From an optimization exercise on the open Yosys and OpenROAD flow, aimed at small area, a short achievable clock period and few clock cycles per item; shortcuts taken in it are not production practice. For this run, only the layout was checked, not whether the RTL still works.

### design/flow/design.v
module chestnut_cordic (
    input  wire        clk,
    input  wire        rst,
    input  wire        in_valid,
    output wire        in_ready,
    input  wire [23:0] in_re,
    input  wire [23:0] in_im,
    input  wire [3:0]  in_ash,
    output reg         out_valid,
    output reg  [23:0] out_phase,
    output reg  [15:0] out_amp,
    output reg         out_sat
);
    assign in_ready = 1'b1;
    reg        v_in;
    reg [23:0] re_in, im_in;
    reg [3:0]  ash_in;
    always @(posedge clk) begin
        v_in   <= in_valid & ~rst;
        re_in  <= in_re;
        im_in  <= in_im;
        ash_in <= in_ash;
    end
    wire sr = re_in[23], si = im_in[23];
    wire im_z = (im_in == 24'd0);
    wire b0 = sr ? (si | im_z) : ~si;           
    wire nre = b0 ^ sr;
    wire [24:0] x1q = {1'b0, re_in ^ {24{sr}}} + {1'b0, im_in ^ {24{si}}} + sr + si;
    wire [25:0] y1q = {{2{im_in[23] ^ sr}}, im_in ^ {24{sr}}} + {{2{re_in[23] ^ nre}}, re_in ^ {24{nre}}} + sr + nre;
    wire [27:0] s0_i0_x = {x1q, 3'b000};
    wire signed [27:0] s0_i0_y = {y1q[24:0], 3'b000};
    reg        q0_v;
    reg [3:0]  q0_ash;
    reg [1:0] q0_b;
    reg [27:0] q0_x;
    reg [27:0] q0_y;
    always @(posedge clk) begin
        q0_v   <= v_in & ~rst;
        q0_ash <= ash_in;
        q0_b   <= {b0, sr};
        q0_x   <= s0_i0_x;
        q0_y   <= s0_i0_y;
    end
    wire s1_i1_d = ~q0_y[27];
    wire s1_i1_ry = q0_y[0] & (q0_y[1]);
    wire [27:0] s1_i1_xn = q0_x + {2'd0, q0_y[26:1] ^ {26{q0_y[27]}}} + (s1_i1_ry ^ q0_y[27]);
    wire s1_i1_rx = q0_x[0] & (q0_x[1]);
    wire [27:0] s1_i1_yn = q0_y[27:0] + ({1'd0, q0_x[27:1]} ^ {28{s1_i1_d}}) + (s1_i1_rx ^ s1_i1_d);
    reg        q1_v;
    reg [3:0]  q1_ash;
    reg [2:0] q1_b;
    reg [27:0] q1_x;
    reg [27:0] q1_y;
    always @(posedge clk) begin
        q1_v   <= q0_v & ~rst;
        q1_ash <= q0_ash;
        q1_b   <= {s1_i1_d, q0_b};
        q1_x   <= s1_i1_xn;
        q1_y   <= s1_i1_yn;
    end
    wire s2_i2_d = ~q1_y[27];
    wire s2_i2_ry = q1_y[1] & (q1_y[2] | (|q1_y[0:0]));
    wire [27:0] s2_i2_xn = q1_x + {3'd0, q1_y[26:2] ^ {25{q1_y[27]}}} + (s2_i2_ry ^ q1_y[27]);
    wire s2_i2_rx = q1_x[1] & (q1_x[2] | (|q1_x[0:0]));
    wire [26:0] s2_i2_yn = q1_y[26:0] + ({1'd0, q1_x[27:2]} ^ {27{s2_i2_d}}) + (s2_i2_rx ^ s2_i2_d);
    reg        q2_v;
    reg [3:0]  q2_ash;
    reg [3:0] q2_b;
    reg [27:0] q2_x;
    reg [26:0] q2_y;
    always @(posedge clk) begin
        q2_v   <= q1_v & ~rst;
        q2_ash <= q1_ash;
        q2_b   <= {s2_i2_d, q1_b};
        q2_x   <= s2_i2_xn;
        q2_y   <= s2_i2_yn;
    end
    wire s3_i3_d = ~q2_y[26];
    wire s3_i3_ry = q2_y[2] & (q2_y[3] | (|q2_y[1:0]));
    wire [27:0] s3_i3_xn = q2_x + {5'd0, q2_y[25:3] ^ {23{q2_y[26]}}} + (s3_i3_ry ^ q2_y[26]);
    wire s3_i3_rx = q2_x[2] & (q2_x[3] | (|q2_x[1:0]));
    wire [25:0] s3_i3_yn = q2_y[25:0] + ({1'd0, q2_x[27:3]} ^ {26{s3_i3_d}}) + (s3_i3_rx ^ s3_i3_d);
    reg        q3_v;
    reg [3:0]  q3_ash;
    reg [4:0] q3_b;
    reg [27:0] q3_x;
    reg [25:0] q3_y;
    always @(posedge clk) begin
        q3_v   <= q2_v & ~rst;
        q3_ash <= q2_ash;
        q3_b   <= {s3_i3_d, q2_b};
        q3_x   <= s3_i3_xn;
        q3_y   <= s3_i3_yn;
    end
    wire s4_i4_d = ~q3_y[25];
    wire s4_i4_ry = q3_y[3] & (q3_y[4] | (|q3_y[2:0]));
    wire [27:0] s4_i4_xn = q3_x + {7'd0, q3_y[24:4] ^ {21{q3_y[25]}}} + (s4_i4_ry ^ q3_y[25]);
    wire s4_i4_rx = q3_x[3] & (q3_x[4] | (|q3_x[2:0]));
    wire [24:0] s4_i4_yn = q3_y[24:0] + ({1'd0, q3_x[27:4]} ^ {25{s4_i4_d}}) + (s4_i4_rx ^ s4_i4_d);
    reg        q4_v;
    reg [3:0]  q4_ash;
    reg [5:0] q4_b;
    reg [27:0] q4_x;
    reg [24:0] q4_y;
    always @(posedge clk) begin
        q4_v   <= q3_v & ~rst;
        q4_ash <= q3_ash;
        q4_b   <= {s4_i4_d, q3_b};
        q4_x   <= s4_i4_xn;
        q4_y   <= s4_i4_yn;
    end
    wire s5_i5_d = ~q4_y[24];
    wire s5_i5_ry = q4_y[4] & (q4_y[5] | (|q4_y[3:0]));
    wire [27:0] s5_i5_xn = q4_x + {9'd0, q4_y[23:5] ^ {19{q4_y[24]}}} + (s5_i5_ry ^ q4_y[24]);
    wire s5_i5_rx = q4_x[4] & (q4_x[5] | (|q4_x[3:0]));
    wire [23:0] s5_i5_yn = q4_y[23:0] + ({1'd0, q4_x[27:5]} ^ {24{s5_i5_d}}) + (s5_i5_rx ^ s5_i5_d);
    reg        q5_v;
    reg [3:0]  q5_ash;
    reg [6:0] q5_b;
    reg [27:0] q5_x;
    reg [23:0] q5_y;
    always @(posedge clk) begin
        q5_v   <= q4_v & ~rst;
        q5_ash <= q4_ash;
        q5_b   <= {s5_i5_d, q4_b};
        q5_x   <= s5_i5_xn;
        q5_y   <= s5_i5_yn;
    end
    wire s6_i6_d = ~q5_y[23];
    wire s6_i6_ry = q5_y[5] & (q5_y[6] | (|q5_y[4:0]));
    wire [27:0] s6_i6_xn = q5_x + {11'd0, q5_y[22:6] ^ {17{q5_y[23]}}} + (s6_i6_ry ^ q5_y[23]);
    wire s6_i6_rx = q5_x[5] & (q5_x[6] | (|q5_x[4:0]));
    wire [22:0] s6_i6_yn = q5_y[22:0] + ({1'd0, q5_x[27:6]} ^ {23{s6_i6_d}}) + (s6_i6_rx ^ s6_i6_d);
    reg        q6_v;
    reg [3:0]  q6_ash;
    reg [7:0] q6_b;
    reg [27:0] q6_x;
    reg [22:0] q6_y;
    always @(posedge clk) begin
        q6_v   <= q5_v & ~rst;
        q6_ash <= q5_ash;
        q6_b   <= {s6_i6_d, q5_b};
        q6_x   <= s6_i6_xn;
        q6_y   <= s6_i6_yn;
    end
    wire s7_i7_d = ~q6_y[22];
    wire s7_i7_ry = q6_y[6] & (q6_y[7] | (|q6_y[5:0]));
    wire [27:0] s7_i7_xn = q6_x + {13'd0, q6_y[21:7] ^ {15{q6_y[22]}}} + (s7_i7_ry ^ q6_y[22]);
    wire s7_i7_rx = q6_x[6] & (q6_x[7] | (|q6_x[5:0]));
    wire [21:0] s7_i7_yn = q6_y[21:0] + ({1'd0, q6_x[27:7]} ^ {22{s7_i7_d}}) + (s7_i7_rx ^ s7_i7_d);
    reg        q7_v;
    reg [3:0]  q7_ash;
    reg [8:0] q7_b;
    reg [27:0] q7_x;
    reg [21:0] q7_y;
    always @(posedge clk) begin
        q7_v   <= q6_v & ~rst;
        q7_ash <= q6_ash;
        q7_b   <= {s7_i7_d, q6_b};
        q7_x   <= s7_i7_xn;
        q7_y   <= s7_i7_yn;
    end
    wire s8_i8_d = ~q7_y[21];
    wire s8_i8_ry = q7_y[7] & (q7_y[8] | (|q7_y[6:0]));
    wire [27:0] s8_i8_xn = q7_x + {15'd0, q7_y[20:8] ^ {13{q7_y[21]}}} + (s8_i8_ry ^ q7_y[21]);
    wire s8_i8_rx = q7_x[7] & (q7_x[8] | (|q7_x[6:0]));
    wire [20:0] s8_i8_yn = q7_y[20:0] + ({1'd0, q7_x[27:8]} ^ {21{s8_i8_d}}) + (s8_i8_rx ^ s8_i8_d);
    reg        q8_v;
    reg [3:0]  q8_ash;
    reg [9:0] q8_b;
    reg [27:0] q8_x;
    reg [20:0] q8_y;
    always @(posedge clk) begin
        q8_v   <= q7_v & ~rst;
        q8_ash <= q7_ash;
        q8_b   <= {s8_i8_d, q7_b};
        q8_x   <= s8_i8_xn;
        q8_y   <= s8_i8_yn;
    end
    wire s9_i9_d = ~q8_y[20];
    wire s9_i9_ry = q8_y[8] & (q8_y[9] | (|q8_y[7:0]));
    wire [27:0] s9_i9_xn = q8_x + {17'd0, q8_y[19:9] ^ {11{q8_y[20]}}} + (s9_i9_ry ^ q8_y[20]);
    wire s9_i9_rx = q8_x[8] & (q8_x[9] | (|q8_x[7:0]));
    wire [19:0] s9_i9_yn = q8_y[19:0] + ({1'd0, q8_x[27:9]} ^ {20{s9_i9_d}}) + (s9_i9_rx ^ s9_i9_d);
    reg        q9_v;
    reg [3:0]  q9_ash;
    reg [10:0] q9_b;
    reg [27:0] q9_x;
    reg [19:0] q9_y;
    always @(posedge clk) begin
        q9_v   <= q8_v & ~rst;
        q9_ash <= q8_ash;
        q9_b   <= {s9_i9_d, q8_b};
        q9_x   <= s9_i9_xn;
        q9_y   <= s9_i9_yn;
    end
    wire s10_i10_d = ~q9_y[19];
    wire s10_i10_ry = q9_y[9] & (q9_y[10] | (|q9_y[8:0]));
    wire [27:0] s10_i10_xn = q9_x + {19'd0, q9_y[18:10] ^ {9{q9_y[19]}}} + (s10_i10_ry ^ q9_y[19]);
    wire s10_i10_rx = q9_x[9] & (q9_x[10] | (|q9_x[8:0]));
    wire [18:0] s10_i10_yn = q9_y[18:0] + ({1'd0, q9_x[27:10]} ^ {19{s10_i10_d}}) + (s10_i10_rx ^ s10_i10_d);
    reg        q10_v;
    reg [3:0]  q10_ash;
    reg [11:0] q10_b;
    reg [27:0] q10_x;
    reg [18:0] q10_y;
    always @(posedge clk) begin
        q10_v   <= q9_v & ~rst;
        q10_ash <= q9_ash;
        q10_b   <= {s10_i10_d, q9_b};
        q10_x   <= s10_i10_xn;
        q10_y   <= s10_i10_yn;
    end
    wire s11_i11_d = ~q10_y[18];
    wire s11_i11_ry = q10_y[10] & (q10_y[11] | (|q10_y[9:0]));
    wire [27:0] s11_i11_xn = q10_x + {21'd0, q10_y[17:11] ^ {7{q10_y[18]}}} + (s11_i11_ry ^ q10_y[18]);
    wire s11_i11_rx = q10_x[10] & (q10_x[11] | (|q10_x[9:0]));
    wire [17:0] s11_i11_yn = q10_y[17:0] + ({1'd0, q10_x[27:11]} ^ {18{s11_i11_d}}) + (s11_i11_rx ^ s11_i11_d);
    reg        q11_v;
    reg [3:0]  q11_ash;
    reg [12:0] q11_b;
    reg [27:0] q11_x;
    reg [17:0] q11_y;
    always @(posedge clk) begin
        q11_v   <= q10_v & ~rst;
        q11_ash <= q10_ash;
        q11_b   <= {s11_i11_d, q10_b};
        q11_x   <= s11_i11_xn;
        q11_y   <= s11_i11_yn;
    end
    wire s12_i12_d = ~q11_y[17];
    wire s12_i12_ry = q11_y[11] & (q11_y[12] | (|q11_y[10:0]));
    wire [27:0] s12_i12_xn = q11_x + {23'd0, q11_y[16:12] ^ {5{q11_y[17]}}} + (s12_i12_ry ^ q11_y[17]);
    wire s12_i12_rx = q11_x[11] & (q11_x[12] | (|q11_x[10:0]));
    wire [16:0] s12_i12_yn = q11_y[16:0] + ({1'd0, q11_x[27:12]} ^ {17{s12_i12_d}}) + (s12_i12_rx ^ s12_i12_d);
    reg        q12_v;
    reg [3:0]  q12_ash;
    reg [13:0] q12_b;
    reg [27:0] q12_x;
    reg [16:0] q12_y;
    always @(posedge clk) begin
        q12_v   <= q11_v & ~rst;
        q12_ash <= q11_ash;
        q12_b   <= {s12_i12_d, q11_b};
        q12_x   <= s12_i12_xn;
        q12_y   <= s12_i12_yn;
    end
    wire s13_i13_d = ~q12_y[16];
    wire s13_i13_ry = q12_y[12] & (q12_y[13] | (|q12_y[11:0]));
    wire [27:0] s13_i13_xn = q12_x + {25'd0, q12_y[15:13] ^ {3{q12_y[16]}}} + (s13_i13_ry ^ q12_y[16]);
    wire s13_i13_rx = q12_x[12] & (q12_x[13] | (|q12_x[11:0]));
    wire [15:0] s13_i13_yn = q12_y[15:0] + ({1'd0, q12_x[27:13]} ^ {16{s13_i13_d}}) + (s13_i13_rx ^ s13_i13_d);
    reg        q13_v;
    reg [3:0]  q13_ash;
    reg [14:0] q13_b;
    reg [27:0] q13_x;
    reg [15:0] q13_y;
    always @(posedge clk) begin
        q13_v   <= q12_v & ~rst;
        q13_ash <= q12_ash;
        q13_b   <= {s13_i13_d, q12_b};
        q13_x   <= s13_i13_xn;
        q13_y   <= s13_i13_yn;
    end
    wire s14_i14_d = ~q13_y[15];
    wire s14_i14_ry = q13_y[13] & (q13_y[14] | (|q13_y[12:0]));
    wire [27:0] s14_i14_xn = q13_x + {27'd0, q13_y[14:14] ^ {1{q13_y[15]}}} + (s14_i14_ry ^ q13_y[15]);
    wire s14_i14_rx = q13_x[13] & (q13_x[14] | (|q13_x[12:0]));
    wire [14:0] s14_i14_yn = q13_y[14:0] + ({1'd0, q13_x[27:14]} ^ {15{s14_i14_d}}) + (s14_i14_rx ^ s14_i14_d);
    reg        q14_v;
    reg [3:0]  q14_ash;
    reg [15:0] q14_b;
    reg [27:0] q14_x;
    reg [14:0] q14_y;
    always @(posedge clk) begin
        q14_v   <= q13_v & ~rst;
        q14_ash <= q13_ash;
        q14_b   <= {s14_i14_d, q13_b};
        q14_x   <= s14_i14_xn;
        q14_y   <= s14_i14_yn;
    end
    wire s15_i15_d = ~q14_y[14];
    wire s15_i15_rx = q14_x[14] & (q14_x[15] | (|q14_x[13:0]));
    wire [13:0] s15_i15_yn = q14_y[13:0] + ({1'd0, q14_x[27:15]} ^ {14{s15_i15_d}}) + (s15_i15_rx ^ s15_i15_d);
    reg        q15_v;
    reg [3:0]  q15_ash;
    reg [16:0] q15_b;
    reg [27:0] q15_x;
    reg [13:0] q15_y;
    always @(posedge clk) begin
        q15_v   <= q14_v & ~rst;
        q15_ash <= q14_ash;
        q15_b   <= {s15_i15_d, q14_b};
        q15_x   <= q14_x;
        q15_y   <= s15_i15_yn;
    end
    wire s16_i16_d = ~q15_y[13];
    wire s16_i16_rx = q15_x[15] & (q15_x[16] | (|q15_x[14:0]));
    wire [12:0] s16_i16_yn = q15_y[12:0] + ({1'd0, q15_x[27:16]} ^ {13{s16_i16_d}}) + (s16_i16_rx ^ s16_i16_d);
    reg        q16_v;
    reg [3:0]  q16_ash;
    reg [17:0] q16_b;
    reg [27:0] q16_x;
    reg [12:0] q16_y;
    always @(posedge clk) begin
        q16_v   <= q15_v & ~rst;
        q16_ash <= q15_ash;
        q16_b   <= {s16_i16_d, q15_b};
        q16_x   <= q15_x;
        q16_y   <= s16_i16_yn;
    end
    wire s17_i17_d = ~q16_y[12];
    wire s17_i17_rx = q16_x[16] & (q16_x[17] | (|q16_x[15:0]));
    wire [11:0] s17_i17_yn = q16_y[11:0] + ({1'd0, q16_x[27:17]} ^ {12{s17_i17_d}}) + (s17_i17_rx ^ s17_i17_d);
    reg        q17_v;
    reg [3:0]  q17_ash;
    reg [18:0] q17_b;
    reg [27:0] q17_x;
    reg [11:0] q17_y;
    always @(posedge clk) begin
        q17_v   <= q16_v & ~rst;
        q17_ash <= q16_ash;
        q17_b   <= {s17_i17_d, q16_b};
        q17_x   <= q16_x;
        q17_y   <= s17_i17_yn;
    end
    wire s18_i18_d = ~q17_y[11];
    wire s18_i18_rx = q17_x[17] & (q17_x[18] | (|q17_x[16:0]));
    wire [10:0] s18_i18_yn = q17_y[10:0] + ({1'd0, q17_x[27:18]} ^ {11{s18_i18_d}}) + (s18_i18_rx ^ s18_i18_d);
    reg        q18_v;
    reg [3:0]  q18_ash;
    reg [19:0] q18_b;
    reg [27:0] q18_x;
    reg [10:0] q18_y;
    always @(posedge clk) begin
        q18_v   <= q17_v & ~rst;
        q18_ash <= q17_ash;
        q18_b   <= {s18_i18_d, q17_b};
        q18_x   <= q17_x;
        q18_y   <= s18_i18_yn;
    end
    wire s19_i19_d = ~q18_y[10];
    wire s19_i19_rx = q18_x[18] & (q18_x[19] | (|q18_x[17:0]));
    wire [9:0] s19_i19_yn = q18_y[9:0] + ({1'd0, q18_x[27:19]} ^ {10{s19_i19_d}}) + (s19_i19_rx ^ s19_i19_d);
    reg        q19_v;
    reg [3:0]  q19_ash;
    reg [20:0] q19_b;
    reg [27:0] q19_x;
    reg [9:0] q19_y;
    always @(posedge clk) begin
        q19_v   <= q18_v & ~rst;
        q19_ash <= q18_ash;
        q19_b   <= {s19_i19_d, q18_b};
        q19_x   <= q18_x;
        q19_y   <= s19_i19_yn;
    end
    wire s20_i20_d = ~q19_y[9];
    wire s20_i20_rx = q19_x[19] & (q19_x[20] | (|q19_x[18:0]));
    wire [8:0] s20_i20_yn = q19_y[8:0] + ({1'd0, q19_x[27:20]} ^ {9{s20_i20_d}}) + (s20_i20_rx ^ s20_i20_d);
    reg        q20_v;
    reg [3:0]  q20_ash;
    reg [21:0] q20_b;
    reg [27:0] q20_x;
    reg [8:0] q20_y;
    always @(posedge clk) begin
        q20_v   <= q19_v & ~rst;
        q20_ash <= q19_ash;
        q20_b   <= {s20_i20_d, q19_b};
        q20_x   <= q19_x;
        q20_y   <= s20_i20_yn;
    end
    wire s21_i21_d = ~q20_y[8];
    wire s21_i21_rx = q20_x[20] & (q20_x[21] | (|q20_x[19:0]));
    wire [7:0] s21_i21_yn = q20_y[7:0] + ({1'd0, q20_x[27:21]} ^ {8{s21_i21_d}}) + (s21_i21_rx ^ s21_i21_d);
    reg        q21_v;
    reg [3:0]  q21_ash;
    reg [22:0] q21_b;
    reg [27:0] q21_x;
    reg [7:0] q21_y;
    always @(posedge clk) begin
        q21_v   <= q20_v & ~rst;
        q21_ash <= q20_ash;
        q21_b   <= {s21_i21_d, q20_b};
        q21_x   <= q20_x;
        q21_y   <= s21_i21_yn;
    end
    wire s22_i22_d = ~q21_y[7];
    wire s22_i22_rx = q21_x[21] & (q21_x[22] | (|q21_x[20:0]));
    wire [6:0] s22_i22_yn = q21_y[6:0] + ({1'd0, q21_x[27:22]} ^ {7{s22_i22_d}}) + (s22_i22_rx ^ s22_i22_d);
    reg        q22_v;
    reg [3:0]  q22_ash;
    reg [23:0] q22_b;
    reg [27:0] q22_x;
    reg [6:0] q22_y;
    always @(posedge clk) begin
        q22_v   <= q21_v & ~rst;
        q22_ash <= q21_ash;
        q22_b   <= {s22_i22_d, q21_b};
        q22_x   <= q21_x;
        q22_y   <= s22_i22_yn;
    end
    wire s23_i23_d = ~q22_y[6];
    reg        q23_v;
    reg [3:0]  q23_ash;
    reg [24:0] q23_b;
    reg [27:0] q23_x;
    always @(posedge clk) begin
        q23_v   <= q22_v & ~rst;
        q23_ash <= q22_ash;
        q23_b   <= {s23_i23_d, q22_b};
        q23_x   <= q22_x;
    end
    reg [27:0] rom0;
    always @(*) begin
        case (q23_b[3:0])
            4'd0: rom0 = 28'd193957324;
            4'd1: rom0 = 28'd59739596;
            4'd2: rom0 = 28'd261066188;
            4'd3: rom0 = 28'd126848460;
            4'd4: rom0 = 28'd233574000;
            4'd5: rom0 = 28'd99356272;
            4'd6: rom0 = 28'd32247408;
            4'd7: rom0 = 28'd166465136;
            4'd8: rom0 = 28'd214889688;
            4'd9: rom0 = 28'd80671960;
            4'd10: rom0 = 28'd13563096;
            4'd11: rom0 = 28'd147780824;
            4'd12: rom0 = 28'd254506364;
            4'd13: rom0 = 28'd120288636;
            4'd14: rom0 = 28'd53179772;
            4'd15: rom0 = 28'd187397500;
            default: rom0 = 28'd0;
        endcase
    end
    reg [24:0] rom1;
    always @(*) begin
        case (q23_b[7:4])
            4'd0: rom1 = 25'd0;
            4'd1: rom1 = 25'd10625594;
            4'd2: rom1 = 25'd5333416;
            4'd3: rom1 = 25'd15959010;
            4'd4: rom1 = 25'd2669308;
            4'd5: rom1 = 25'd13294902;
            4'd6: rom1 = 25'd8002724;
            4'd7: rom1 = 25'd18628318;
            4'd8: rom1 = 25'd1334980;
            4'd9: rom1 = 25'd11960574;
            4'd10: rom1 = 25'd6668396;
            4'd11: rom1 = 25'd17293990;
            4'd12: rom1 = 25'd4004288;
            4'd13: rom1 = 25'd14629882;
            4'd14: rom1 = 25'd9337704;
            4'd15: rom1 = 25'd19963298;
            default: rom1 = 25'd0;
        endcase
    end
    reg [20:0] rom2;
    always @(*) begin
        case (q23_b[11:8])
            4'd0: rom2 = 21'd0;
            4'd1: rom2 = 21'd667530;
            4'd2: rom2 = 21'd333770;
            4'd3: rom2 = 21'd1001300;
            4'd4: rom2 = 21'd166886;
            4'd5: rom2 = 21'd834416;
            4'd6: rom2 = 21'd500656;
            4'd7: rom2 = 21'd1168186;
            4'd8: rom2 = 21'd83444;
            4'd9: rom2 = 21'd750974;
            4'd10: rom2 = 21'd417214;
            4'd11: rom2 = 21'd1084744;
            4'd12: rom2 = 21'd250330;
            4'd13: rom2 = 21'd917860;
            4'd14: rom2 = 21'd584100;
            4'd15: rom2 = 21'd1251630;
            default: rom2 = 21'd0;
        endcase
    end
    reg [16:0] rom3;
    always @(*) begin
        case (q23_b[15:12])
            4'd0: rom3 = 17'd0;
            4'd1: rom3 = 17'd41722;
            4'd2: rom3 = 17'd20860;
            4'd3: rom3 = 17'd62582;
            4'd4: rom3 = 17'd10430;
            4'd5: rom3 = 17'd52152;
            4'd6: rom3 = 17'd31290;
            4'd7: rom3 = 17'd73012;
            4'd8: rom3 = 17'd5216;
            4'd9: rom3 = 17'd46938;
            4'd10: rom3 = 17'd26076;
            4'd11: rom3 = 17'd67798;
            4'd12: rom3 = 17'd15646;
            4'd13: rom3 = 17'd57368;
            4'd14: rom3 = 17'd36506;
            4'd15: rom3 = 17'd78228;
            default: rom3 = 17'd0;
        endcase
    end
    reg [12:0] rom4;
    always @(*) begin
        case (q23_b[19:16])
            4'd0: rom4 = 13'd0;
            4'd1: rom4 = 13'd2608;
            4'd2: rom4 = 13'd1304;
            4'd3: rom4 = 13'd3912;
            4'd4: rom4 = 13'd652;
            4'd5: rom4 = 13'd3260;
            4'd6: rom4 = 13'd1956;
            4'd7: rom4 = 13'd4564;
            4'd8: rom4 = 13'd326;
            4'd9: rom4 = 13'd2934;
            4'd10: rom4 = 13'd1630;
            4'd11: rom4 = 13'd4238;
            4'd12: rom4 = 13'd978;
            4'd13: rom4 = 13'd3586;
            4'd14: rom4 = 13'd2282;
            4'd15: rom4 = 13'd4890;
            default: rom4 = 13'd0;
        endcase
    end
    reg [8:0] rom5;
    always @(*) begin
        case (q23_b[24:20])
            5'd0: rom5 = 9'd0;
            5'd1: rom5 = 9'd162;
            5'd2: rom5 = 9'd82;
            5'd3: rom5 = 9'd244;
            5'd4: rom5 = 9'd40;
            5'd5: rom5 = 9'd202;
            5'd6: rom5 = 9'd122;
            5'd7: rom5 = 9'd284;
            5'd8: rom5 = 9'd20;
            5'd9: rom5 = 9'd182;
            5'd10: rom5 = 9'd102;
            5'd11: rom5 = 9'd264;
            5'd12: rom5 = 9'd60;
            5'd13: rom5 = 9'd222;
            5'd14: rom5 = 9'd142;
            5'd15: rom5 = 9'd304;
            5'd16: rom5 = 9'd10;
            5'd17: rom5 = 9'd172;
            5'd18: rom5 = 9'd92;
            5'd19: rom5 = 9'd254;
            5'd20: rom5 = 9'd50;
            5'd21: rom5 = 9'd212;
            5'd22: rom5 = 9'd132;
            5'd23: rom5 = 9'd294;
            5'd24: rom5 = 9'd30;
            5'd25: rom5 = 9'd192;
            5'd26: rom5 = 9'd112;
            5'd27: rom5 = 9'd274;
            5'd28: rom5 = 9'd70;
            5'd29: rom5 = 9'd232;
            5'd30: rom5 = 9'd152;
            5'd31: rom5 = 9'd314;
            default: rom5 = 9'd0;
        endcase
    end
    reg [27:0] z1a;
    reg [21:0] z1b;
    reg [13:0] z1c;
    reg [27:0] z2;
    reg [27:0] xm;
    reg [42:0] t1;
    reg [38:0] t2;
    reg [3:0]  m1_ash, m2_ash;
    reg        m1_st, m2_st, m1_z, m2_z, m1_v, m2_v;
    reg [24:0] pt;
    wire [42:0] xf = {15'd0, q23_x};
    wire [9:0]  ash_mask = ~(10'h3ff << q23_ash);
    always @(posedge clk) begin
        z1a   <= rom0 + rom1;
        z1b   <= rom2 + rom3;
        z1c   <= rom4 + rom5;
        t1    <= xf + (xf << 2) + (xf << 13) + (xf << 15);
        t2    <= (xf << 4) + (xf << 7) + (xf << 10);
        m1_ash <= q23_ash;
        m1_st <= (|q23_x[17:0]) | (|(q23_x[27:18] & ash_mask));
        m1_z  <= ~(|q23_x);
        m1_v  <= q23_v & ~rst;
    end
    wire [42:0] p = t1 - {4'd0, t2};
    always @(posedge clk) begin
        z2    <= z1a + z1b + z1c;
        pt    <= p[42:18];
        m2_ash <= m1_ash;
        m2_st <= m1_st;
        m2_z  <= m1_z;
        m2_v  <= m1_v & ~rst;
    end
    wire [24:0] vsh = pt >> m2_ash;
    wire        amp_r = vsh[0] & (m2_st | vsh[1]);
    wire [15:0] amp_q = vsh[16:1] + amp_r;
    wire        sat = (|vsh[24:17]) | (&vsh[16:0]);
    wire        ph_r = z2[3] & (z2[4] | (|z2[2:0]));
    wire [23:0] ph = z2[27:4] + ph_r;
    always @(posedge clk) begin
        out_valid <= m2_v & ~rst;
        out_phase <= m2_z ? 24'd0 : ph;
        out_amp   <= sat ? 16'hffff : amp_q;
        out_sat   <= sat;
    end
endmodule
### design/flow/run.sh
#!/bin/bash
# synth_recipe.tcl (not shown) runs the flow's synth.tcl, then flattens the netlist and writes it again
# the make line also repeats each setting of config.mk as NAME=value (left out here)
make -C /OpenROAD-flow-scripts/flow DESIGN_CONFIG=/design/flow/config.mk WORK_HOME=/design/flow/orfs CLKGATE_MAP_FILE= SYNTH_SCRIPT=/design/flow/synth_recipe.tcl finish
### design/flow/config.mk
export PLATFORM = sky130hd
export DESIGN_NAME = chestnut_cordic
export DESIGN_NICKNAME = chestnut_cordic
export VERILOG_FILES = /design/flow/design.v
export SDC_FILE = /design/flow/constraint.sdc
export NUM_CORES = 4
export LEC_CHECK = 0
export ABC_CLOCK_PERIOD_IN_PS = 3000
export CAP_MARGIN = 20
export CORE_MARGIN = 2
export CORE_UTILIZATION = 40
export PLACE_DENSITY = 0.6
export SLEW_MARGIN = 20
### design/flow/constraint.sdc
create_clock -name core_clock -period 12.0 [get_ports {clk}]
set_input_delay 2.4000 -clock core_clock [delete_from_list [all_inputs] [get_ports {clk}]]
set_output_delay 2.4000 -clock core_clock [all_outputs]
set_load 0.01 [all_outputs]
==> flow_summary.json <==
{
  "ys_async_sr_fraction_pct": 0,
  "cap_violations": 0,
  "required_ps": 12680,
  "drive_gt1_share_pct": 5.279,
  "ys_seq_area_share_pct": 42.09,
  "hp-class": "reg2reg",
  "htree_levels": 4,
  "cts_resized": 0,
  "clk_pin_slew_ps": 60,
  "synth-main-ff-cell": "dfxtp_1",
  "core_mm2": 0.2221,
  "syn-cell-area_mm2": 0.08923,
  "dr_total_vias": 60768,
  "tns_ps": 0,
  "worst_ep_arrival_time_ps": 5970,
  "cts_setup_buffers": 0,
  "dp_hpwl_um": 148800,
  "worstSetupPathType": "reg2reg",
  "yosys.area.top_type": "dfxtp_1",
  "syn_nets": 9961,
  "finalCriticalPeriod_ps": 5290,
  "outcome": "timing/DRC/antenna clean",
  "gp_congestion": 0.8723,
  "slowest_delay_ps": 560,
  "wirelength_um": 190400,
  "cp_cell_sequence": "buf_4, inv_1, ha_1, nor4bb_1, nand4_1, o21ai_2, buf_4, xnor2_1, ha_1, ha_1, a2111oi_1, o21ai_1, nand4_1, a41oi_1, o211ai_1, a31oi_1, o41ai_2, nor3_1, a2111oi_0, xor2_1",
  "rsz0062_at_grt": "no",
  "hold_path_depth": 0,
  "clock_skew_ps": 66.18,
  "worstRegToRegCells": 20,
  "drtPass1Iterations": 6,
  "synthDistinctLibCells": 91,
  "cts_tree": "done",
  "start_kind": "register",
  "start_util_pct": 40.18,
  "drc": 0,
  "crit_path_end_kind": "register",
  "synth.top_cell.area_share_pct": 42.09,
  "area_growth_pct": 12.94,
  "fin_crit_sh_pct": 44.08,
  "crit_top_cell": "ha_1",
  "drv_slew": 0,
  "detail_route.wl_per_cell_um": 15.60,
  "worstSkewPairLatency_ps": 860,
  "drtIter0Drc": 2796,
  "clock_sinks": 1876,
  "antenna_found_initial": 2,
  "final_area_mm2": 0.1008,
  "hold_viol": 0,
  "port-buffer-count": 96,
  "synth_area_leaders": "dfxtp_1 42%, ha_1 12%, xnor2_1 9.7%, xor2_1 5.2%, fa_1 3.0%",
  "slew_headroom_pct": 27.29,
  "synthCells": 8888,
  "ant_nets": 0,
  "grt_pass1_wl_um": 311200,
  "cts.hold.buffers_added": 0,
  "dieArea_mm2": 0.2269,
  "avgSynthCellArea_um2": 10.04,
  "root_buffer": "clkbuf_16",
  "cts_buffers": 200,
  "synth-seq-cells": 1876,
  "die_w_um": 476.3,
  "grt.total_usage_pct": 16.46,
  "whs_ps": 262.2,
  "cts_buffer_depth": 3,
  "clock.fmax_mhz": 189.0,
  "fp.dieH_um": 476.3,
  "layout.nets": 10124,
  "slowest_stage": "a2111oi_0",
  "worst_pin_slew_ps": 1091,
  "ios": 98,
  "grt_pass1_vias": 60856,
  "grt_max_degree": 57,
  "synth_edf_count": 0,
  "post-synth-top-count-cell": "dfxtp_1",
  "setup_viol": 0,
  "yosysWarnings": 1,
  "rows": 173,
  "yosys-top-cells-count": "1,876 x dfxtp_1, 984 x xnor2_1, 884 x ha_1",
  "cp_max_fo": 24,
  "grt.overflow.total": 0,
  "via_per_inst": 4.980,
  "postPlaceCellArea_mm2": 0.09346
}
[layout by cell type, fill, tap and decap left out, drive strengths merged, types with 20 or more instances in the layout]
master	count
and4	24
nand3	176
clkinv	61
clkinvlp	25
a21boi	63
o2111ai	20
o21bai	61
o41ai	38
clkbuf	246
nor2b	154
o31ai	25
a31oi	64
nor4	71
or2	26
a21o	255
and2	46
buf	21
nand2b	127
xnor2	984
and3	101
o21ai	377
dfxtp	1876
or4	31
inv	498
mux2i	45
ha	884
o211ai	35
nand4	73
nor2	551
bufinv	32
nor3	140
o21a	100
mux4	23
clkdlybuf4s50	96
nand2	446
a211oi	48
or3	42
xor2	533
a21oi	470
fa	134
[registers in the layout, summed over array words and instances (netlist names), 28 cells and up]
name / flops
q7_x: 28
q13_x: 28
q10_x: 28
q22_x: 28
q8_x: 28
q18_x: 28
q5_x: 28
q3_x: 28
q17_x: 28
q21_x: 28
q14_x: 28
q19_x: 28
q4_x: 28
q20_x: 28
q9_x: 28
q12_x: 28
q16_x: 28
q2_x: 28
q23_x: 28
t1: 39
t2: 35
q15_x: 28
q11_x: 28
q6_x: 28
[cell type report]
type                    instances  area (µm²)
clock buffers                 245        5444
fillers                     20924      121300
multi-input cells            6370       49230
well taps                    2975        3722
clock inverters               131        1862
inverters                     485        1821
diodes                          3       7.507
repair buffers                118        1124
flip-flops and latches       1876       37570
[logic make-up after synthesis]
family	synth area share, %
DFF	42.09
other	0.004202
buffers and inverters	2.751
xor gates and xnor gates	14.89
adders and majority gates	15.40
and+or+nand+nor	11.25
muxes	1.293
AOI/OAI and AO/OA	12.32
[metal layers]
metal / part of all wire (%) / track usage [%] / wire length (µm) / vias to the layer above
met5: 0 / 0 / 0 / -
met4: 2.6 / 5.033 / 5003 / 0
met3: 3.6 / 2.367 / 6810 / 318
met2: 47 / 27.97 / 89030 / 1029
met1: 47 / 21.52 / 89540 / 28446
li1: - / - / - / 30975
[worst paths after layout]
path	start	end	slack, ps
max	im_in[23]	q0_y[27]	6710
min	q15_b[11]	q16_b[11]	260
max reg2reg	im_in[23]	q0_y[27]	6710
min reg2reg	q15_b[11]	q16_b[11]	260
[through the flow]
stage	std cells	utilization (%)	setup slack (ps)
finish	12203	45.38	6710
CTS	12199	45.37	6712
detailed placement	11823	42.08	6739
global route	12202	45.38	6306
global placement	11823	42.08	6485
floorplan	8888	-	7233
[worst max-delay path: cells and delay by family, from the launching register on]
family                   cells  cell delay (ps)
AO/OA/AOI/OAI                8             2340
adder cells (fa/ha/maj)      3              750
buffers and inverters        3              730
AND/OR/NAND/NOR              4              700
XOR/XNOR                     2              320
flip-flops                   1              290

afterwards: timing with drivers on the ports:
How much do the figures lean on ideal ports? The routed layout below was timed once more, with nothing changed but the port constraints. Step 1 (the two cells are an assumption about what drives the block):
set clk [get_ports {clk}]
set_driving_cell -lib_cell sky130_fd_sc_hd__clkbuf_16 $clk
set_driving_cell -lib_cell sky130_fd_sc_hd__buf_2 [delete_from_list [all_inputs] $clk]
Step 2, shift: input delay + t, output delay - t, t = (earliest + latest rising clock arrival at the registers) / 2. This alone moves slack from input paths to output paths. a / b / c = no drivers / after step 1 / after step 2; a / b = the first two.
shift t [ns]: 0.916
setup WS [ns]: 6.710 / 6.710 / 6.710
worst hold slack (ns): 0.262 / 0.262 / 0.262
worst setup path at the end: register to register
clock arrival spread, ns: 0.075 / 0.075
After both steps this run still meets setup and hold. For this run, drivers alone change the setup slack by 0.000 ns; drivers and shift together by 0.000 ns.
